This is an optimization exercise on Yosys and OpenROAD, whose aim is small area, a short achievable clock period and few clock cycles per item, not a production implementation.
Where RTL was checked, it was by simulation tests only, not by an equivalence proof against the original.

==> inputs of run a <==
// lc_encoder
module lc_encoder (
    input  wire        clk,
    input  wire        rst,
    input  wire        cfg_valid,
    output wire        cfg_ready,
    input  wire [4:0]  cfg_bits,
    input  wire [6:0]  cfg_width,
    input  wire [9:0]  cfg_rows,
    input  wire        in_valid,
    output wire        in_ready,
    input  wire [15:0] in_data,
    output wire        out_valid,
    input  wire        out_ready,
    output wire [31:0] out_data,
    output wire        out_last,
    output wire        res_valid,
    output wire [31:0] res_plen,
    output wire [31:0] res_dcrc
);
clock: 20.0 ns
lec_check: 0
cap_margin: 20
core_margin: 2
core_utilization: 40
place_density: 0.6
slew_margin: 20
standard.sh (not shown) runs the stock make flow with config.mk's settings and CLKGATE_MAP_FILE= SYNTH_SCRIPT=/design/flow/synth_recipe.tcl, a recipe that flattens the netlist after the stock synthesis.
==> flow/flow/run.sh <==
#!/bin/bash
# The standard layout, with timing repair aiming at a shorter period than the
# clock's: repair_timing keeps working until paths have this much setup slack.
set -euo pipefail
bash standard.sh SETUP_SLACK_MARGIN=13.5 finish > flow_make.log 2>&1
==> run b (differences from run a) <==
--- a/flow/design.v
+++ b/flow/design.v
@@ -93,74 +93,54 @@
     wire n_row0 = g_posn ? (g_rowend ? g_blkend : g_row0) : g_row0;
     reg [15:0] G  [1:18];
     reg        Gv [1:18];
     reg [15:0] GA;                       
     reg [15:0] H  [1:18];
-    reg        Hv [1:18];
     reg [15:0] B0, B1;
-    reg        B0v, B1v;
-    reg [15:0] V  [0:44];
-    reg        Vv [0:44];
+    reg [15:0] V1  [0:0];
+    reg [15:0] V2  [0:1];
+    reg [15:0] V4  [0:3];
+    reg [15:0] V8  [0:7];
+    reg [15:0] V16 [0:15];
+    reg [15:0] V14 [0:13];
     wire       g_w17 = (g_wm1 <= 6'd16);
     wire       g_w18 = (g_wm1 == 6'd17);
     wire       g_w19 = (g_wm1 == 6'd18);
     wire [5:0] g_v   = g_wm1 - 6'd18;
     wire       g_u14 = (g_v > 6'd31) && (g_wm1 > 6'd18);
     wire [5:0] g_r   = g_u14 ? (g_v - 6'd14) : g_v;
     wire [15:0] t0 = G[17];
-    wire        u0 = Gv[17];
-    wire [15:0] t1 = g_r[0] ? V[0]  : t0;   wire u1 = g_r[0] ? Vv[0]  : u0;
-    wire [15:0] t2 = g_r[1] ? V[2]  : t1;   wire u2 = g_r[1] ? Vv[2]  : u1;
-    wire [15:0] t3 = g_r[2] ? V[6]  : t2;   wire u3 = g_r[2] ? Vv[6]  : u2;
-    wire [15:0] t4 = g_r[3] ? V[14] : t3;   wire u4 = g_r[3] ? Vv[14] : u3;
-    wire [15:0] t5 = g_r[4] ? V[30] : t4;   wire u5 = g_r[4] ? Vv[30] : u4;
-    wire [15:0] t6 = g_u14  ? V[44] : t5;   wire u6 = g_u14  ? Vv[44] : u5;
-    reg  [15:0] vin  [0:44];
-    reg         vinv [0:44];
+    wire [15:0] t1 = g_r[0] ? V1[0]   : t0;
+    wire [15:0] t2 = g_r[1] ? V2[1]   : t1;
+    wire [15:0] t3 = g_r[2] ? V4[3]   : t2;
+    wire [15:0] t4 = g_r[3] ? V8[7]   : t3;
+    wire [15:0] t5 = g_r[4] ? V16[15] : t4;
+    wire [15:0] t6 = g_u14  ? V14[13] : t5;
     integer i;
-    always @(*) begin
-        for (i = 1; i < 45; i = i + 1) begin
-            vin[i]  = V[i-1];
-            vinv[i] = Vv[i-1];
-        end
-        vin[0]  = t0; vinv[0]  = u0;
-        vin[1]  = t1; vinv[1]  = u1;
-        vin[3]  = t2; vinv[3]  = u2;
-        vin[7]  = t3; vinv[7]  = u3;
-        vin[15] = t4; vinv[15] = u4;
-        vin[31] = t5; vinv[31] = u5;
-    end
-    wire [15:0] b1in  = g_w17 ? G[15]  : g_w18 ? G[16]  : g_w19 ? G[17]  : t6;
-    wire        b1inv = g_w17 ? Gv[15] : g_w18 ? Gv[16] : g_w19 ? Gv[17] : u6;
-    always @(posedge clk) begin
-        if (adv && g_take) G[1] <= s0;
-        for (i = 2; i <= 18; i = i + 1)
-            if (adv && Gv[i-1]) G[i] <= G[i-1];
-        if (adv && Gv[18]) GA <= G[18];
-        for (i = 0; i < 45; i = i + 1)
-            if (adv && vinv[i]) V[i] <= vin[i];
-        if (adv && b1inv) B1 <= b1in;
-        if (adv && B1v)    B0 <= B1;
-        if (adv && B0v)    H[1] <= B0;
-        for (i = 2; i <= 18; i = i + 1)
-            if (adv && Hv[i-1]) H[i] <= H[i-1];
+    always @(posedge clk) begin
+        if (adv) begin
+            G[1] <= s0;
+            for (i = 2; i <= 18; i = i + 1) G[i] <= G[i-1];
+            GA <= G[18];
+            V1[0] <= t0;
+            V2[0] <= t1; V2[1] <= V2[0];
+            V4[0] <= t2; for (i = 1; i < 4;  i = i + 1) V4[i]  <= V4[i-1];
+            V8[0] <= t3; for (i = 1; i < 8;  i = i + 1) V8[i]  <= V8[i-1];
+            V16[0] <= t4; for (i = 1; i < 16; i = i + 1) V16[i] <= V16[i-1];
+            V14[0] <= t5; for (i = 1; i < 14; i = i + 1) V14[i] <= V14[i-1];
+            B1 <= g_w17 ? G[15] : g_w18 ? G[16] : g_w19 ? G[17] : t6;
+            B0 <= B1;
+            H[1] <= B0;
+            for (i = 2; i <= 18; i = i + 1) H[i] <= H[i-1];
+        end
     end
     always @(posedge clk) begin
         if (rst) begin
             for (i = 1; i <= 18; i = i + 1) Gv[i] <= 1'b0;
-            for (i = 0; i < 45; i = i + 1)  Vv[i] <= 1'b0;
-            for (i = 1; i <= 18; i = i + 1) Hv[i] <= 1'b0;
-            B1v <= 1'b0;
-            B0v <= 1'b0;
         end else if (adv) begin
             Gv[1] <= g_take;
             for (i = 2; i <= 18; i = i + 1) Gv[i] <= Gv[i-1];
-            for (i = 0; i < 45; i = i + 1)  Vv[i] <= vinv[i];
-            B1v  <= b1inv;
-            B0v  <= B1v;
-            Hv[1] <= B0v;
-            for (i = 2; i <= 18; i = i + 1) Hv[i] <= Hv[i-1];
         end
     end
     assign in_ready = !s1v;
     wire   take     = in_valid && !s1v;
     wire [15:0] in_m = in_data & hmask(g_sh);
@@ -221,11 +201,11 @@
         end
     end
     reg [15:0] gm0, gm1, gm2, gm3;
     reg        gmv, gm_first, gm_last;
     always @(posedge clk) begin
-        if (adv_samp) begin
+        if (adv) begin
             gm0      <= mapd(s0 - ga, gmask);
             gm1      <= mapd(s0 - gb, gmask);
             gm2      <= mapd(s0 - gp_med, gmask);
             gm3      <= mapd(s0 - gp_avg, gmask);
             gm_first <= (g_col[3:0] == 4'd0);
@@ -383,11 +363,11 @@
     reg        c0_hdr, c0_first, c0_last;
     reg [1:0]  c0_sel;
     reg [15:0] c0_p;
     reg [3:0]  c0_sh;
     always @(posedge clk) begin
-        if (c_proc) begin
+        if (adv) begin
             c0_p     <= cpred;
             c0_hdr   <= c_hdr;
             c0_sel   <= c_sel;
             c0_first <= !c_busy;
             c0_last  <= c_blklast;
@@ -404,11 +384,11 @@
         end else if (adv) begin
             c1_v <= Gv[18];
         end
     end
     always @(posedge clk) begin
-        if (adv && Gv[18]) begin
+        if (adv) begin
             c1_m     <= mapd(G[18] - c0_p, hmask(c0_sh));
             c1_hdr   <= c0_hdr;
             c1_sel   <= c0_sel;
             c1_first <= c0_first;
             c1_last  <= c0_last;
@@ -479,11 +459,11 @@
         end else if (adv) begin
             c2_v <= c1_v;
         end
     end
     always @(posedge clk) begin
-        if (adv && c1_v) begin
+        if (adv) begin
             c2_hdr   <= c1_hdr;
             c2_sel   <= c1_sel;
             c2_first <= c1_first;
             c2_last  <= c1_last;
             c2_esc   <= esc1;
@@ -509,11 +489,11 @@
         end else if (adv) begin
             c3_v <= c2_v;
         end
     end
     always @(posedge clk) begin
-        if (adv && c2_v) begin
+        if (adv) begin
             c3_code  <= code2;
             c3_len   <= cl2;
             c3_first <= c2_first;
             c3_last  <= c2_last;
         end
==> flow/run.sh (new file) <==
#!/bin/bash
# synth_recipe.tcl (not shown) runs the flow's synth.tcl, then flattens the netlist and writes it again
# the make line also repeats each setting of config.mk as NAME=value (left out here)
make -C /OpenROAD-flow-scripts/flow DESIGN_CONFIG=/design/flow/config.mk WORK_HOME=/design/flow/orfs CLKGATE_MAP_FILE= SYNTH_SCRIPT=/design/flow/synth_recipe.tcl finish
removed: flow/flow/run.sh
removed: flow/standard.sh
==> run c (differences from run a) <==
--- a/flow/design.v
+++ b/flow/design.v
@@ -63,10 +63,12 @@
                 t = (t >> 1) ^ ((t[0] ^ d[i]) ? 32'h82F63B78 : 32'd0);
             crc16 = t;
         end
     endfunction
     reg        cfg_rdy_r;
+    reg        rst_r;
+    always @(posedge clk) rst_r <= rst;
     reg        g_active;       
     reg        g_pend;         
     reg [3:0]  g_sh;           
     reg [5:0]  g_wm1;          
     reg [9:0]  g_rm1;          
@@ -87,12 +89,12 @@
     wire adv      = !stall && (!g_active || g_pad || s0v || g_start);
     wire g_take   = g_active && !g_pad && s0v && g_ok;
     wire g_posn   = g_active && (g_pad || (s0v && g_ok));     
     wire adv_samp = adv && g_take;
     wire adv_pos  = adv && g_posn;
-    wire n_col0 = g_posn ? g_rowend : g_col0;
-    wire n_row0 = g_posn ? (g_rowend ? g_blkend : g_row0) : g_row0;
+    wire n_col0 = g_rowend;
+    wire n_row0 = g_rowend ? g_lastrow : g_row0;
     reg [15:0] G  [1:18];
     reg        Gv [1:18];
     reg [15:0] GA;                       
     reg [15:0] H  [1:18];
     reg        Hv [1:18];
@@ -115,10 +117,11 @@
     wire [15:0] t5 = g_r[4] ? V[30] : t4;   wire u5 = g_r[4] ? Vv[30] : u4;
     wire [15:0] t6 = g_u14  ? V[44] : t5;   wire u6 = g_u14  ? Vv[44] : u5;
     reg  [15:0] vin  [0:44];
     reg         vinv [0:44];
     integer i;
+    genvar  gi;
     always @(*) begin
         for (i = 1; i < 45; i = i + 1) begin
             vin[i]  = V[i-1];
             vinv[i] = Vv[i-1];
         end
@@ -143,11 +146,11 @@
         if (adv && B0v)    H[1] <= B0;
         for (i = 2; i <= 18; i = i + 1)
             if (adv && Hv[i-1]) H[i] <= H[i-1];
     end
     always @(posedge clk) begin
-        if (rst) begin
+        if (rst_r) begin
             for (i = 1; i <= 18; i = i + 1) Gv[i] <= 1'b0;
             for (i = 0; i < 45; i = i + 1)  Vv[i] <= 1'b0;
             for (i = 1; i <= 18; i = i + 1) Hv[i] <= 1'b0;
             B1v <= 1'b0;
             B0v <= 1'b0;
@@ -159,33 +162,37 @@
             B0v  <= B1v;
             Hv[1] <= B0v;
             for (i = 2; i <= 18; i = i + 1) Hv[i] <= Hv[i-1];
         end
     end
-    assign in_ready = !s1v;
-    wire   take     = in_valid && !s1v;
+    reg    in_rdy_r;              
+    assign in_ready = in_rdy_r;
+    wire   take     = in_valid && in_rdy_r;
     wire [15:0] in_m = in_data & hmask(g_sh);
     always @(posedge clk) begin
-        if (rst) begin
-            s0v <= 1'b0;
-            s1v <= 1'b0;
+        if (rst_r) begin
+            s0v      <= 1'b0;
+            s1v      <= 1'b0;
+            in_rdy_r <= 1'b1;
         end else begin
             if (adv_samp) begin
                 if (take) begin
                     s0 <= in_m;
                 end else begin
-                    s0  <= s1;
-                    s0v <= s1v;
-                    s1v <= 1'b0;
+                    s0       <= s1;
+                    s0v      <= s1v;
+                    s1v      <= 1'b0;
+                    in_rdy_r <= 1'b1;
                 end
             end else if (take) begin
                 if (!s0v) begin
                     s0  <= in_m;
                     s0v <= 1'b1;
                 end else begin
-                    s1  <= in_m;
-                    s1v <= 1'b1;
+                    s1       <= in_m;
+                    s1v      <= 1'b1;
+                    in_rdy_r <= 1'b0;
                 end
             end
         end
     end
     wire [15:0] gmask = hmask(g_sh);
@@ -202,12 +209,12 @@
         end
     end
     reg [15:0] gp_med, gp_avg;
     always @(posedge clk) begin
         if (adv) begin
-            gp_med <= pmed(pa, pb, pn);
-            gp_avg <= pavg(pa, pb, gmask);
+            gp_med <= g_posn ? pmed(pa, pb, pn) : 16'h8000;
+            gp_avg <= g_posn ? pavg(pa, pb, gmask) : 16'h8000;
         end
     end
     reg [15:0] ga, gb;
     always @(*) begin
         if (g_row0 && g_col0) begin
@@ -266,21 +273,28 @@
     wire c_blklast = (c_col == c_wm1) && (c_row == c_rm1);
     wire cfg_fire = cfg_valid && cfg_rdy_r;
     assign cfg_ready = cfg_rdy_r;
     wire g_active_n = cfg_fire ? 1'b1 : (adv_pos && g_blkend) ? 1'b0 : g_active;
     wire g_pend_n   = cfg_fire ? 1'b1 : (c_proc && !c_busy) ? 1'b0 : g_pend;
+    always @(posedge clk) begin
+        if (rst)
+            cfg_rdy_r <= 1'b0;
+        else if (rst_r)
+            cfg_rdy_r <= 1'b1;
+        else
+            cfg_rdy_r <= !g_active_n && !g_pend_n;
+    end
     wire sq_push = seg_done;
     wire sq_pop  = c_proc && c_seglast;
     wire [1:0] e0  = sqv0 ? sq0 : sel_c;
     wire [1:0] e1  = sqv1 ? sq1 : sel_c;
     wire [1:0] e2  = sqv2 ? sq2 : sel_c;
     wire       e0v = sqv0 || sq_push;
     wire       e1v = sqv1 || (sqv0 && sq_push);
     wire       e2v = sqv2 || (sqv1 && sq_push);
     always @(posedge clk) begin
-        if (rst) begin
-            cfg_rdy_r <= 1'b1;
+        if (rst_r) begin
             g_active  <= 1'b0;
             g_pend    <= 1'b0;
             g_col     <= 6'd0;
             g_row     <= 10'd0;
             g_pad     <= 1'b0;
@@ -299,11 +313,10 @@
             c_row0    <= 1'b1;
             c_col0    <= 1'b1;
         end else begin
             g_active  <= g_active_n;
             g_pend    <= g_pend_n;
-            cfg_rdy_r <= !g_active_n && !g_pend_n;
             if (cfg_fire) begin
                 g_sh      <= 5'd16 - cfg_bits;
                 g_wm1     <= cfg_width - 7'd1;
                 g_rm1     <= cfg_rows - 10'd1;
                 g_lastrow <= (cfg_rows == 10'd1);
@@ -397,11 +410,11 @@
     reg        c1_v, c1_hdr, c1_first, c1_last;
     reg [1:0]  c1_sel;
     reg [15:0] c1_m;
     reg [3:0]  c1_sh;
     always @(posedge clk) begin
-        if (rst) begin
+        if (rst_r) begin
             c1_v <= 1'b0;
         end else if (adv) begin
             c1_v <= Gv[18];
         end
     end
@@ -420,11 +433,10 @@
     reg [31:0] crc;
     wire [23:0] a_hi_or;      
     wire [23:0] a_lo_or;      
     assign a_hi_or[23] = 1'b0;
     assign a_lo_or[0]  = 1'b0;
-    genvar gi;
     generate
         for (gi = 0; gi < 23; gi = gi + 1) begin : g_or
             assign a_hi_or[gi]   = a_hi_or[gi+1] | a_st[gi];
             assign a_lo_or[gi+1] = a_lo_or[gi]   | a_st[gi];
         end
@@ -439,19 +451,38 @@
     assign kk[3] = lt[7];
     assign kk[2] = (lt[3] & ~lt[7]) | lt[11];
     assign kk[1] = (lt[1] & ~lt[3]) | (lt[5] & ~lt[7]) | (lt[9] & ~lt[11]) | lt[13];
     assign kk[0] = (lt[0] & ~lt[1]) | (lt[2] & ~lt[3]) | (lt[4] & ~lt[5]) | (lt[6] & ~lt[7])
                  | (lt[8] & ~lt[9]) | (lt[10] & ~lt[11]) | (lt[12] & ~lt[13]) | lt[14];
+    wire [16:0] m_hi_or;      
+    assign m_hi_or[16] = 1'b0;
+    generate
+        for (gi = 0; gi < 16; gi = gi + 1) begin : g_mor
+            assign m_hi_or[gi] = m_hi_or[gi+1] | c1_m[gi];
+        end
+    endgenerate
+    wire [15:0] eb;           
+    generate
+        for (gi = 0; gi < 16; gi = gi + 1) begin : g_eb
+            if (gi + 5 <= 15)
+                assign eb[gi] = m_hi_or[gi+5] | (c1_m[gi+4] & c1_m[gi+3]);
+            else if (gi + 4 <= 15)
+                assign eb[gi] = c1_m[gi+4] & c1_m[gi+3];
+            else
+                assign eb[gi] = 1'b0;
+        end
+    endgenerate
+    wire [15:0] k1h = {lt, 1'b1} & ~{1'b0, lt};
     wire [15:0] q1   = c1_m >> kk;
-    wire        esc1 = (q1 >= 16'd24);
-    wire [15:0] sfx1 = esc1 ? c1_m : (c1_m << (5'd16 - {1'b0, kk}));
+    wire        esc1 = |(k1h & eb);
+    wire [15:0] sfx1 = esc1 ? c1_m : ({c1_m[14:0], 1'b0} << ~kk);
     wire [4:0]  ls1  = esc1 ? (5'd16 - {1'b0, c1_sh}) : ({1'b0, kk} - {1'b0, c1_sh});
     wire [4:0]  no1  = esc1 ? 5'd24 : q1[4:0];
     wire [22:0] a_sum  = a_st + {7'd0, c1_m};
     wire [22:0] a_half = {1'b0, a_sum[22:1]} & ({23{1'b1}} << c1_sh);
     always @(posedge clk) begin
-        if (rst) begin
+        if (rst_r) begin
             a_st <= 23'd1024;
             n_st <= 6'd1;
         end else if (adv && c1_v) begin
             if (c1_last) begin
                 a_st <= 23'd1024;
@@ -472,11 +503,11 @@
     reg        c2_v, c2_hdr, c2_first, c2_last, c2_esc;
     reg [1:0]  c2_sel;
     reg [15:0] c2_sfx;
     reg [4:0]  c2_ls, c2_no;
     always @(posedge clk) begin
-        if (rst) begin
+        if (rst_r) begin
             c2_v <= 1'b0;
         end else if (adv) begin
             c2_v <= c1_v;
         end
     end
@@ -502,11 +533,11 @@
     wire [41:0] code2 = hb2 | ones2 | sf2;
     reg        c3_v, c3_first, c3_last;
     reg [41:0] c3_code;
     reg [5:0]  c3_len;
     always @(posedge clk) begin
-        if (rst) begin
+        if (rst_r) begin
             c3_v <= 1'b0;
         end else if (adv) begin
             c3_v <= c2_v;
         end
     end
@@ -549,21 +580,21 @@
             pw0 = {last_now && (nw == 2'd1), wd0};
         end else if (tail_go) begin
             np  = 2'd1;
             pw0 = t_flush ? {!t_pad, cur} : {1'b1, 32'd0};
         end
+        if (rst_r)
+            np = 2'd0;
     end
     always @(posedge clk) begin
-        if (rst) begin
+        if (rst_r) begin
             pos     <= 5'd0;
             cur     <= 32'd0;
             par     <= 1'b0;
             t_flush <= 1'b0;
             t_pad   <= 1'b0;
-            res_v   <= 1'b0;
         end else begin
-            res_v <= c3_go && c3_last;
             if (c3_go) begin
                 tp <= (c3_first ? 22'd7 : tp) + {16'd0, c3_len};
                 case (nw)
                     2'd0: cur <= wd0;
                     2'd1: cur <= wd1;
@@ -586,29 +617,41 @@
                     t_pad <= 1'b0;
                 end
             end
         end
     end
-    wire        pop = oqv0 && out_ready;
-    wire [32:0] r0  = pop ? oq1 : oq0;
-    wire [32:0] r1  = pop ? oq2 : oq1;
-    wire        rv0 = pop ? oqv1 : oqv0;
-    wire        rv1 = pop ? oqv2 : oqv1;
-    wire        rv2 = pop ? 1'b0 : oqv2;
+    always @(posedge clk) begin
+        if (rst)
+            res_v <= 1'b0;
+        else
+            res_v <= c3_go && c3_last && !rst_r;
+    end
+    wire [32:0] a0  = oqv1 ? oq1 : pw0;
+    wire [32:0] a1  = oqv2 ? oq2 : (oqv1 ? pw0 : pw1);
+    wire [32:0] a2  = oqv2 ? pw0 : pw1;
+    wire        av0 = oqv1 || (np != 2'd0);
+    wire        av1 = oqv2 || (oqv1 && np != 2'd0) || (np == 2'd2);
+    wire        av2 = (oqv2 && np != 2'd0) || (oqv1 && np == 2'd2);
+    wire [32:0] b0  = oqv0 ? oq0 : pw0;
+    wire [32:0] b1  = oqv1 ? oq1 : (oqv0 ? pw0 : pw1);
+    wire [32:0] b2  = oqv2 ? oq2 : (oqv1 ? pw0 : pw1);
+    wire        bv0 = oqv0 || (np != 2'd0);
+    wire        bv1 = oqv1 || (oqv0 && np != 2'd0) || (np == 2'd2);
+    wire        bv2 = oqv2 || (oqv1 && np != 2'd0) || (oqv0 && np == 2'd2);
     always @(posedge clk) begin
         if (rst) begin
             oqv0 <= 1'b0;
             oqv1 <= 1'b0;
             oqv2 <= 1'b0;
         end else begin
-            oqv0 <= rv0 || (np != 2'd0);
-            oqv1 <= rv1 || (rv0 && np != 2'd0) || (np == 2'd2);
-            oqv2 <= rv2 || (rv1 && np != 2'd0) || (rv0 && np == 2'd2);
-        end
-        oq0 <= rv0 ? r0 : pw0;
-        oq1 <= rv1 ? r1 : (rv0 ? pw0 : pw1);
-        oq2 <= rv2 ? oq2 : (rv1 ? pw0 : pw1);
+            oqv0 <= out_ready ? av0 : bv0;
+            oqv1 <= out_ready ? av1 : bv1;
+            oqv2 <= out_ready ? av2 : bv2;
+        end
+        oq0 <= out_ready ? a0 : b0;
+        oq1 <= out_ready ? a1 : b1;
+        oq2 <= out_ready ? a2 : b2;
     end
     assign out_valid = oqv0;
     assign out_data  = oq0[31:0];
     assign out_last  = oq0[32];
     assign res_valid = res_v;
==> flow/run.sh (new file) <==
#!/bin/bash
# synth_recipe.tcl (not shown) runs the flow's synth.tcl, then flattens the netlist and writes it again
# the make line also repeats each setting of config.mk as NAME=value (left out here)
make -C /OpenROAD-flow-scripts/flow DESIGN_CONFIG=/design/flow/config.mk WORK_HOME=/design/flow/orfs CLKGATE_MAP_FILE= SYNTH_SCRIPT=/design/flow/synth_recipe.tcl finish
removed: flow/flow/run.sh
removed: flow/standard.sh
==> comparison table <==
Max reg flops: run a 704; run b -; run c 704
Post-layout minimum cycle time: run a 6106 ps; run b 7250 ps; run c 6426 ps
Status: run a timing/DRC/antenna clean; run b timing/DRC/antenna clean; run c timing/DRC/antenna clean
Clock-pin slew reported for the worst setup and hold paths after clock tree synthesis: run a 60 ps; run b 60 ps; run c 70 ps
Antenna violations before repair: run a 5; run b 9; run c 6
Hpwl dp: run a 177.9 mm; run b 163.8 mm; run c 183.7 mm
Wirelength, routed: run a 243.6 mm; run b 232.4 mm; run c 255.3 mm
Worst R2R Start: run a n_st[0]$_SDFFE_PP1P_; run b g_col0$_SDFFE_PP1P_; run c sum3[1]$_DFFE_PP_
Syn-to-layout area delta: run a 12.56%; run b 12.05%; run c 11.88%
Syn Inst Count: run a 8401; run b 7919; run c 8699
Maximum cell stage delay along the critical path: run a 930 ps; run b 910 ps; run c 660 ps
Netlist Area Pre-Place: run a 101900 sq um; run b 99170 sq um; run c 102800 sq um
Number of placed instances, taps included: run a 11.68k; run b 11.17k; run c 11.95k
Testbench counts of run b, summed over its fixed seeds: cycles 150,532, items 150,014.
Testbench counts of run c, summed over its fixed seeds: cycles 150,532, items 150,014.
Function not checked in run a: the RTL went through the layout flow alone.

separate check: timing with driven ports:
No port has a modelled driver above. Below, the same layouts with a new extraction and two added sets of constraints.
Step 1: set_driving_cell puts a clkbuf_16 on clk and a buf_2 on each other input, an assumption about the parent block.
Step 2 moves the port delays by t, midway between the first and last clock arrival at a register: inputs arrive t later, outputs are due t later. That takes back most of the time a late clock gives input paths.
a / b / c = ideal / step 1 / step 2; a / b = the first two.
run | t (ns) | setup WS [ns] | worst slew at a driven data input, ns
run a | 0.918 | 13.894 / 13.894 / 13.593 | 0.06
run b | 0.931 | 12.750 / 12.750 / 12.750 | 0.05
run c | 0.931 | 13.574 / 13.488 / 13.651 | 0.05
After both steps setup and hold are still met in every run listed. For run a, which loses most, drivers alone change the setup slack by 0.000 ns; drivers and shift together by -0.301 ns.
